Context: an optimization exercise on an open-source flow, tuned for small area. The choices shown serve that exercise and are no tape-out recipe.
Function was checked by simulation only, so behaviour that the tests miss may differ from the original.
Power figures rest on the tool's default switching activity, not on a simulated workload.

## wip/fjord
// dfu_unit
module dfu_unit (
    input  wire        clk,
    input  wire        rst,           
    input  wire [1:0]  mode,          
    input  wire [20:0] dec_d,         
    input  wire        sync,          
    input  wire        corr_we,
    input  wire [1:0]  corr_m,
    input  wire [15:0] corr_ofs,
    input  wire [15:0] corr_gain,
    input  wire        corr_commit,
    input  wire        in_valid,
    input  wire [11:0] in_code,
    input  wire [1:0]  in_member,
    input  wire [3:0]  in_flags,      
    output wire        o_valid,
    output wire [31:0] o_index,
    output wire [15:0] o_lo,
    output wire [15:0] o_hi,
    output wire [31:0] o_h32,
    output wire [11:0] o_p12,
    output wire [4:0]  o_flags,       
    output reg  [31:0] sat_count
);
    localparam M_SAMPLE = 2'd0, M_PEAK = 2'd1, M_ENV = 2'd2, M_HIRES = 2'd3;
    genvar gi;
    integer i;
    reg [15:0] sh_ofs  [0:3];
    reg [15:0] ef_ofs  [0:3];
    reg [15:0] sh_gain [0:3];
    reg [15:0] ef_gain [0:3];
    reg [3:0]  sh_def, ef_def;
    reg        commit_d;
    wire [3:0] wr;
    generate for (gi = 0; gi < 4; gi = gi + 1) begin : g_corr
        assign wr[gi] = corr_we & (corr_m == gi);
        wire [15:0] sh_ofs_n = sh_ofs[gi] ^ ({16{wr[gi]}} & (sh_ofs[gi] ^ corr_ofs));
        always @(posedge clk) begin
            sh_ofs[gi] <= sh_ofs_n;
            if (corr_commit) ef_ofs[gi] <= sh_ofs_n;
            if (wr[gi]) sh_gain[gi] <= corr_gain;
            if (commit_d) ef_gain[gi] <= sh_gain[gi];
        end
    end endgenerate
    always @(posedge clk) begin
        commit_d <= corr_commit;
        if (rst) begin
            sh_def <= 4'hf;
            ef_def <= 4'hf;
        end else begin
            sh_def <= sh_def & ~wr;
            if (corr_commit) ef_def <= sh_def & ~wr;
        end
    end
    wire        dflt = ef_def[in_member];
    wire [15:0] ofs  = dflt ? 16'd0 : ef_ofs[in_member];
    wire [16:0] y1;
    dfu_add #(.W(17)) u_sub (
  ...
Settings: LEC_CHECK=0, CAP_MARGIN=20, CORE_MARGIN=2, CORE_UTILIZATION=40, CTS_CLUSTER_DIAMETER=60, CTS_CLUSTER_SIZE=40, PLACE_DENSITY=0.6, SLEW_MARGIN=20; clock period 14.0 ns.
standard.sh (not shown) runs the stock make flow with config.mk's settings and CLKGATE_MAP_FILE= SYNTH_SCRIPT=/design/flow/synth_recipe.tcl, a recipe that flattens the netlist after the stock synthesis.
==> flow/flow/run.sh <==
#!/bin/bash
# Layout flow: the standard ORFS flow (standard synthesis, floorplan, power grid,
# tap cells, placement, CTS, routing), with the port buffers that global placement
# inserts on every input and output made the smallest buffer cell, buf_1.
set -euo pipefail
export BUFFER_PORTS_ARGS="-buffer_cell sky130_fd_sc_hd__buf_1"
bash standard.sh finish > standard_flow.log 2>&1
Every stage of the flow completed for wip/fjord, and the final layout passed the timing, design-rule and antenna checks.
Edits applied to the flow inputs when going from wip/fjord to wip/umber:
==> flow/run.sh (new file) <==
#!/bin/bash
# synth_recipe.tcl (not shown) runs the flow's synth.tcl, then flattens the netlist and writes it again
# the make line also repeats each setting of config.mk as NAME=value (left out here)
make -C /OpenROAD-flow-scripts/flow DESIGN_CONFIG=/design/flow/config.mk WORK_HOME=/design/flow/orfs CLKGATE_MAP_FILE= SYNTH_SCRIPT=/design/flow/synth_recipe.tcl finish
--- a/flow/config.mk
+++ b/flow/config.mk
@@ -9,6 +9,4 @@
 export CORE_MARGIN = 2
 export CORE_UTILIZATION = 40
-export CTS_CLUSTER_DIAMETER = 60
-export CTS_CLUSTER_SIZE = 40
 export PLACE_DENSITY = 0.6
 export SLEW_MARGIN = 20
removed: flow/flow/run.sh
removed: flow/standard.sh
### Flow results
- When wip/umber is measured against wip/fjord, its final setup slack of the worst path turns out 0.081 ns lower.
- Combinational share of power of wip/fjord is on par with wip/umber.
- The post-DP HPWL in wip/umber was higher than what wip/fjord gave.
- wip/umber: PASS, flow complete, no timing, DRC or antenna violations
Inputs modified between wip/umber and wip/zinc:
==> flow/flow/run.sh (new file) <==
#!/bin/bash
# Layout flow: the standard ORFS flow (standard synthesis, floorplan, power grid,
# tap cells, placement, CTS, routing), with the port buffers that global placement
# inserts on every input and output made the smallest buffer cell, buf_1.
set -euo pipefail
export BUFFER_PORTS_ARGS="-buffer_cell sky130_fd_sc_hd__buf_1"
bash standard.sh finish > standard_flow.log 2>&1
==> flow/standard.sh (new file) <==
#!/bin/bash
# synth_recipe.tcl (not shown) runs the flow's synth.tcl, then flattens the netlist and writes it again
# the make line also repeats each setting of config.mk as NAME=value (left out here)
make -C /OpenROAD-flow-scripts/flow DESIGN_CONFIG=/design/flow/config.mk WORK_HOME=/design/flow/orfs CLKGATE_MAP_FILE= SYNTH_SCRIPT=/design/flow/synth_recipe.tcl "${@:-finish}"
--- a/flow/config.mk
+++ b/flow/config.mk
@@ -9,4 +9,6 @@
 export CORE_MARGIN = 2
 export CORE_UTILIZATION = 40
+export CTS_CLUSTER_DIAMETER = 80
+export CTS_CLUSTER_SIZE = 30
 export PLACE_DENSITY = 0.6
 export SLEW_MARGIN = 20
removed: flow/run.sh
Clock-pin slew of the registers on the worst-case setup and hold paths in wip/zinc is 0.03 ns above wip/umber.
Diff wip/umber -> wip/zinc: number of global-route vias before repair now sits lower, wire length now sits lower.
Comparing wip/zinc against wip/umber, there is no change at all in number of sinks on the clock net.
The minimum setup slack among reg-to-reg paths in wip/zinc sits 0.06 ns above the value recorded for wip/umber.
Compared wip/zinc vs wip/umber, and global-route usage is down in wip/zinc.
In wip/zinc, the reported clock group power came out 34% below the value in wip/umber.
Delta (wip/zinc minus wip/umber): detailed-routed wire length on met3 now sits lower, floorplan core area did not really move, post-route cell area fell by 2500 sq um.

[afterwards: timing with drivers on the ports]
No port has a modelled driver above. Below, the same layouts with a new extraction and two added sets of constraints. Step 1: set_driving_cell puts a clkbuf_16 on clk and a buf_2 on each other input, an assumption about the parent block. Step 2 moves the port delays by t, midway between the first and last clock arrival at a register: inputs arrive t later, outputs are due t later. That takes back most of the time a late clock gives input paths. Slacks: ideal / step 1 / step 2; pairs: ideal / step 1.
run | shift t [ns] | setup slack, ns | hold slack, ns
wip/fjord | 0.631 | 0.520 / 0.499 / 0.499 | 0.339 / 0.339 / 0.339
wip/umber | 0.643 | 0.439 / 0.414 / 0.414 | 0.326 / 0.326 / 0.326
wip/zinc | 0.635 | 0.507 / 0.486 / 0.486 | 0.337 / 0.337 / 0.337
After both steps setup and hold are still met in every run listed. For wip/umber, which loses most, drivers alone change the setup slack by -0.025 ns; drivers and shift together by -0.025 ns.
